Background: an optimization exercise with open tools, aiming at small area. Do not read the settings as production practice. The RTL was checked by simulation tests, not by an equivalence proof against the original design. Power figures rest on the tool's default switching activity, not on a simulated workload.

// tod_counter
module tod_counter (
    input             clk,
    input             rst_n,
    input             cmd_valid,
    output            cmd_ready,
    input      [31:0] cmd_w6,
    input      [31:0] cmd_w7,
    input      [31:0] cmd_w8,
    input      [31:0] cmd_w9,
    output reg        cpl_valid,
    output            cpl_ok,
    output     [31:0] cpl_res0,
    output     [31:0] cpl_res1,
    output     [31:0] tod_ns,
    output     [31:0] tod_frac,
    output     [29:0] tod_subsec,
    output     [31:0] tod_wraps,
    output     [63:0] tod_inc,
    output reg        pps,
    output reg        wrap
);
    localparam [20:0] MOD5   = 21'd1_953_125;       
    localparam [20:0] NEGTOP = 21'd1_690_981;       
    localparam [3:0] C_IDLE = 4'd0;
    localparam [3:0] C_TAKE = 4'd1;                 
    localparam [3:0] C_W    = 4'd13;                
    localparam [3:0] C_STEP = 4'd14;                
    function [64:0] radd(input [63:0] a, input [63:0] b, input cin, input integer w);
        integer i;
        reg c;
        begin
            radd = 65'd0;
            c = cin;
            for (i = 0; i < 64; i = i + 1) begin
  ...
Size: ~2300 cells after synthesis, about 16000 µm² of cells after synthesis.
clock: 12.0 ns
lec_check: 0
abc_area: 1
cap_margin: 20
core_margin: 2
core_utilization: 40
cts_buf_list: sky130_fd_sc_hd__clkbuf_8
cts_cluster_size: 12
slew_margin: 20
standard.sh (not shown) runs the stock make flow with config.mk's settings and CLKGATE_MAP_FILE= SYNTH_SCRIPT=/design/flow/synth_recipe.tcl, a recipe that flattens the netlist after the stock synthesis.
==> flow/flow/run.sh <==
#!/bin/bash
# The standard layout (bash standard.sh), with two changes to how it is
# made: the port buffers that placement inserts are the smallest buffer
# cell, and the buffers that synthesis (abc) inserted are removed at
# floorplan, leaving placement's repair to buffer what needs it.
set -euo pipefail
export BUFFER_PORTS_ARGS="-buffer_cell sky130_fd_sc_hd__buf_1"
export REMOVE_ABC_BUFFERS=1
bash standard.sh > standard_flow.log 2>&1
The first run finished clean.
Edit:
==> flow/flow/run.sh (replaced) <==
#!/bin/bash
# The standard layout (bash standard.sh), with the port buffers that
# placement inserts made the smallest buffer cell instead of the default.
set -euo pipefail
export BUFFER_PORTS_ARGS="-buffer_cell sky130_fd_sc_hd__buf_1"
bash standard.sh > standard_flow.log 2>&1
--- a/flow/config.mk
+++ b/flow/config.mk
@@ -10,5 +10,4 @@
 export CORE_MARGIN = 2
 export CORE_UTILIZATION = 40
-export CTS_BUF_LIST = sky130_fd_sc_hd__clkbuf_8
-export CTS_CLUSTER_SIZE = 12
+export CTS_BUF_LIST = sky130_fd_sc_hd__clkbuf_8 sky130_fd_sc_hd__clkbuf_16
 export SLEW_MARGIN = 20
Result:
- total power rises by about 8%
- wire length hardly moves
- design area goes up by 1.3%
- worst setup slack gets worse by 0.23 ns
- flip-flop and latch count is unchanged
- core utilization went up by 0.57 points
Edit:
--- a/flow/config.mk
+++ b/flow/config.mk
@@ -10,4 +10,5 @@
 export CORE_MARGIN = 2
 export CORE_UTILIZATION = 40
-export CTS_BUF_LIST = sky130_fd_sc_hd__clkbuf_8 sky130_fd_sc_hd__clkbuf_16
+export CTS_BUF_LIST = sky130_fd_sc_hd__clkbuf_8
+export CTS_CLUSTER_SIZE = 12
 export SLEW_MARGIN = 20
Total power came out lower by 6.5%.
Setup slack is better by 0.036 ns.
Critical path depth does not change.
Via count came out lower by 0.39%.
Sequential share of layout area came out higher by 0.23 points.
Cell area came out lower by 1.1%.
Clock power came out lower by 24%.
Wire length hardly moves.
Edit:
--- a/flow/config.mk
+++ b/flow/config.mk
@@ -11,4 +11,4 @@
 export CORE_UTILIZATION = 40
 export CTS_BUF_LIST = sky130_fd_sc_hd__clkbuf_8
-export CTS_CLUSTER_SIZE = 12
+export CTS_CLUSTER_SIZE = 8
 export SLEW_MARGIN = 20
Outcome:
- sequential cell count is unchanged
- register-to-register slack stays flat
- sequential share of layout area does not change
- wire length does not change
- non-clock buffer count does not change
- setup slack stays the same
- fmax does not change
- final cell count does not change
- power does not change
- global-route usage stays the same

Another version of the RTL of tod_counter (not shown whole).
For scale: roughly 2300 cells after synthesis, ~200 flip-flops, roughly 390 I/O pins, ~16000 um^2 of cells after synthesis.
==> flow/config.mk <==
export PLATFORM = sky130hd
export DESIGN_NAME = tod_counter
export DESIGN_NICKNAME = tod_counter
export VERILOG_FILES = /design/flow/design.v
export SDC_FILE = /design/flow/constraint.sdc
export NUM_CORES = 4
export LEC_CHECK = 0
export ABC_AREA = 1
export CAP_MARGIN = 20
export CORE_MARGIN = 2
export CORE_UTILIZATION = 60
export SLEW_MARGIN = 20
==> flow/constraint.sdc <==
create_clock -name core_clock -period 12.0 [get_ports {clk}]
set_input_delay 2.4000 -clock core_clock [delete_from_list [all_inputs] [get_ports {clk}]]
set_output_delay 2.4000 -clock core_clock [all_outputs]
set_load 0.01 [all_outputs]
==> flow/flow/run.sh <==
#!/bin/bash
# The standard layout (bash standard.sh), with the port buffers that
# placement inserts made the smallest buffer cell instead of the default.
set -euo pipefail
export BUFFER_PORTS_ARGS="-buffer_cell sky130_fd_sc_hd__buf_1"
bash standard.sh > standard_flow.log 2>&1
The starting point went through all stages and came out clean.
==> next run, changes <==
Settings changed: CORE_UTILIZATION 60 to 40, CTS_BUF_LIST set to sky130_fd_sc_hd__clkbuf_8, CTS_CLUSTER_SIZE set to 12.
The changed run completed without violations.
Sequential power hardly moves.
Setup slack got worse by 0.027 ns.
Power shrinks by a little under a tenth.
Wire length is higher by a few percent.
Combinational power is higher slightly.
==> next run, changes <==
Settings changed: CTS_BUF_LIST sky130_fd_sc_hd__clkbuf_8 to unset, CTS_CLUSTER_SIZE 12 to unset.
Outcome: Area after synthesis is unchanged; final area increases by 1.0%; worst hold slack hardly moves; clock skew goes down by 0.0059 ns; sequential share of layout area decreases by 0.22 points; routed wire length barely changes; setup slack gets better by 0.032 ns; sequential cell count stays the same; first-iteration DRC count goes up by 3.4%; count of clock-buffer cells in the layout is unchanged; non-clock buffer count stays the same.
==> next run, changes <==
Settings changed: ABC_AREA 1 to unset.
Final area came out higher by a few percent.
Power came out higher by about a fifth.
Final cell count came out lower by a little under a tenth.
Via count came out higher slightly.
Flip-flop and latch count is unchanged.
Worst hold slack gets better by 0.048 ns.
==> next run, changes <==
Settings changed: CTS_BUF_LIST set to sky130_fd_sc_hd__clkbuf_8.
Result: Routed wire length barely changes; critical path depth is unchanged; setup slack improved by 0.051 ns; clock-buffer cell count decreases by 2; clock skew came out higher by 0.015 ns; first-iteration DRC count went up by about 2.7%; sequential power stays flat; non-clock buffer count is unchanged; power falls by 5.4%.

## what the ideal ports hide
Ports are ideal in the flow. The routed layouts listed here were re-timed in OpenROAD.
Step 1, drivers: a clkbuf_16 drives clk and a buf_2 each remaining input, both assumed.
Step 2 also shifts input and output timing later by t, the mid clock arrival at the registers, as if the neighbouring blocks saw the same clock.
a / b / c = ideal ports / drivers / drivers and shift; a / b = the first two.
| run | t, ns | setup slack, ns | worst setup path at the end | worst register clock-pin slew, ns | worst data-port slew with drivers (ns) |
|---|---|---|---|---|---|
| the first run of note 1 | 0.574 | 0.903 / 0.927 / 0.353 | input to register | 0.12 / 0.12 | 0.10 |
| the second run of note 1 | 0.533 | 0.674 / 0.696 / 0.163 | input to register | 0.08 / 0.08 | 0.10 |
| the third run of note 1 | 0.585 | 0.710 / 0.729 / 0.144 | input to register | 0.12 / 0.12 | 0.10 |
| the fourth run of note 1 | 0.585 | 0.710 / 0.729 / 0.144 | input to register | 0.12 / 0.12 | 0.10 |
| the first run of note 2 | 0.500 | 0.796 / 0.825 / 0.325 | input to register | 0.09 / 0.09 | 0.09 |
| the second run of note 2 | 0.568 | 0.769 / 0.801 / 0.233 | input to register | 0.11 / 0.11 | 0.08 |
| the third run of note 2 | 0.522 | 0.801 / 0.841 / 0.319 | input to register | 0.08 / 0.08 | 0.08 |
| the fourth run of note 2 | 0.532 | 0.612 / 0.601 / 0.069 | input to register | 0.09 / 0.09 | 0.09 |
| the fifth run of note 2 | 0.586 | 0.664 / 0.645 / 0.059 | input to register | 0.13 / 0.13 | 0.09 |
After both steps every run listed still meets setup and hold. The setup slack of the fifth run of note 2, which loses most, moves by -0.019 ns with the drivers and by -0.605 ns with both steps.
